From an optimization exercise on the open Yosys and OpenROAD flow, aimed at small area and few clock cycles per item; shortcuts taken in it are not production practice.
Function was checked by simulation only, so behaviour that the tests miss may differ from the original.
Power and IR drop assume default switching activity.

the baseline:
## je_core
module je_core (
    input  wire        clk,
    input  wire        rst,         
    input  wire        in_valid,
    output wire        in_ready,
    input  wire [39:0] in_instr,    
    input  wire [9:0]  in_smp,      
    output reg         res_valid,
    output reg  [29:0] res_val,
    output wire [4:0]  res_flags    
);
Settings: LEC_CHECK=0, CAP_MARGIN=20, CORE_MARGIN=2, CORE_UTILIZATION=60, CTS_CLUSTER_SIZE=30, SLEW_MARGIN=20; clock period 20.0 ns.
run.sh (not shown) runs the stock make flow with config.mk's settings and CLKGATE_MAP_FILE= SYNTH_SCRIPT=/design/flow/synth_recipe.tcl, a recipe that flattens the netlist after the stock synthesis.
The baseline | status: complete | timing, DRC, antenna: pass
Testbench counts of the baseline, summed over its fixed seeds: cycles 24,284, items 24,000.
Modified inputs, the candidate compared to the baseline
Settings: CTS_CLUSTER_SIZE no longer set, was 30; CORE_UTILIZATION now 40, was 60.
==> comparison <==
- Re area of the mapped netlist: no difference whatsoever between the baseline and the candidate.
- Re final cell count: the candidate is 11% up on the baseline.
- Measured against each other, the candidate and the baseline differ in maximum number of pins on one net before global-route repair, the higher figure coming from the baseline.
- Diff the baseline -> the candidate | global-route wire length before repair | up by a few percent

* * *

Setup of run 1:
je_core, a different RTL version from the one above (not shown whole).
Size: ~960 flip-flops, ~90 I/O pins, roughly 0.052 sq mm of cells after synthesis.
==> flow/config.mk <==
export PLATFORM = sky130hd
export DESIGN_NAME = je_core
export DESIGN_NICKNAME = je_core
export VERILOG_FILES = /design/flow/design.v
export SDC_FILE = /design/flow/constraint.sdc
export NUM_CORES = 4
export LEC_CHECK = 0
export ABC_AREA = 1
export CAP_MARGIN = 20
export CORE_MARGIN = 2
export CORE_UTILIZATION = 65
export CTS_BUF_LIST = sky130_fd_sc_hd__clkbuf_16
export CTS_CLUSTER_DIAMETER = 100
export CTS_CLUSTER_SIZE = 20
export SLEW_MARGIN = 20
==> flow/constraint.sdc <==
create_clock -name core_clock -period 20.0 [get_ports {clk}]
set_input_delay 4.0000 -clock core_clock [delete_from_list [all_inputs] [get_ports {clk}]]
set_output_delay 4.0000 -clock core_clock [all_outputs]
set_load 0.01 [all_outputs]
Testbench counts of run 1, summed over its fixed seeds: cycles 24,284, items 24,000.
Relative to run 1, the following input files were edited for run 2:
# run 1
export LEC_CHECK = 0
export ABC_AREA = 1
export CAP_MARGIN = 20
export CORE_MARGIN = 2
export CORE_UTILIZATION = 65
export CTS_BUF_LIST = sky130_fd_sc_hd__clkbuf_16
export CTS_CLUSTER_DIAMETER = 100
export CTS_CLUSTER_SIZE = 20
export SLEW_MARGIN = 20
create_clock -name core_clock -period 20.0 [get_ports {clk}]
# run 2
export LEC_CHECK = 0
export ABC_AREA = 1
export CAP_MARGIN = 20
export CORE_MARGIN = 2
export CORE_UTILIZATION = 70
export CTS_BUF_LIST = sky130_fd_sc_hd__clkbuf_16
export CTS_CLUSTER_DIAMETER = 100
export CTS_CLUSTER_SIZE = 20
export SLEW_MARGIN = 20
create_clock -name core_clock -period 20.0 [get_ports {clk}]
==> summary.txt <==
- In the tables for run 2 and run 1, floorplan core area reads lower with run 2.
- Clock share of power across run 2 and run 1: no real change.
- Compared with run 1, run 2 shows minimum clock period after layout lower by 0.22 ns.
- Run 2 vs run 1 — post-placement cell count dropped slightly
- Run 2 -> run 1: design area flat
- The slowest cell on the critical path comes out o21ai_0 in one run and clkinv_1 in the other, namely in run 1 and run 2 respectively.
- Run 1 has higher die extent in x than run 2.
- Total via count in the routed design (higher): run 2
Inputs modified between run 2 and run 3:
# run 2
export LEC_CHECK = 0
export ABC_AREA = 1
export CAP_MARGIN = 20
export CORE_MARGIN = 2
export CORE_UTILIZATION = 70
export CTS_BUF_LIST = sky130_fd_sc_hd__clkbuf_16
export CTS_CLUSTER_DIAMETER = 100
export CTS_CLUSTER_SIZE = 20
export SLEW_MARGIN = 20
create_clock -name core_clock -period 20.0 [get_ports {clk}]
# run 3
export LEC_CHECK = 0
export ABC_AREA = 1
export CAP_MARGIN = 20
export CORE_MARGIN = 2
export CORE_UTILIZATION = 65
export CTS_BUF_LIST = sky130_fd_sc_hd__clkbuf_16
export CTS_CLUSTER_DIAMETER = 120
export CTS_CLUSTER_SIZE = 28
export SLEW_MARGIN = 20
create_clock -name core_clock -period 20.0 [get_ports {clk}]
[summary]
- Between run 3 and run 2, the combinational fraction of design power is higher for run 3.
- Against run 2, run 3 comes in 4000 microns lower on routed wire length.
- Against run 2, run 3 comes in 0.02 ns higher on clock-pin slew on the worst setup and hold paths.
- Run 3 reports a higher die area than run 2 does.
- For the number of antenna repair diodes, run 3 came in 1 higher than run 2 did.
- Comparing worst hold slack for run 3 and run 2, the smaller number came from run 3.
- Taking run 2 as the reference, in run 3 average vias per placed instance shrank by 4.0%; count of plain and timing-repair buffers grew by about 2%; routed length on met3 shrank by 12%; area fraction of clock buffers and clock inverters shrank by 0.59 points.

port drivers added, routing unchanged:
The flow's constraints put no driver on any port. The routed layouts listed below were extracted and timed again, unchanged, in two steps. Step 1: set_driving_cell puts a clkbuf_16 on clk and a buf_2 on each other input, an assumption about the parent block. Step 2, shift: input delay + t, output delay - t, t = (earliest + latest rising clock arrival at the registers) / 2. This alone moves slack from input paths to output paths. a / b / c = ideal ports / drivers / drivers and shift; a / b = the first two.
run | t (ns) | slack for setup (ns) | slew at the worst register clock pin (ns)
the baseline | 0.769 | 0.494 / 0.539 / -0.230 | 0.07 / 0.07
the candidate | 0.777 | 0.650 / 0.599 / -0.178 | 0.07 / 0.07
run 1 | 0.720 | 0.378 / 0.425 / -0.295 | 0.09 / 0.09
run 2 | 0.726 | 0.595 / 0.635 / -0.091 | 0.10 / 0.10
run 3 | 0.688 | 0.492 / 0.538 / -0.149 | 0.12 / 0.12
Met with ideal ports but missed after step 2: setup timing in every run listed. For the candidate, which loses most, drivers alone change the setup slack by -0.051 ns; drivers and shift together by -0.828 ns.
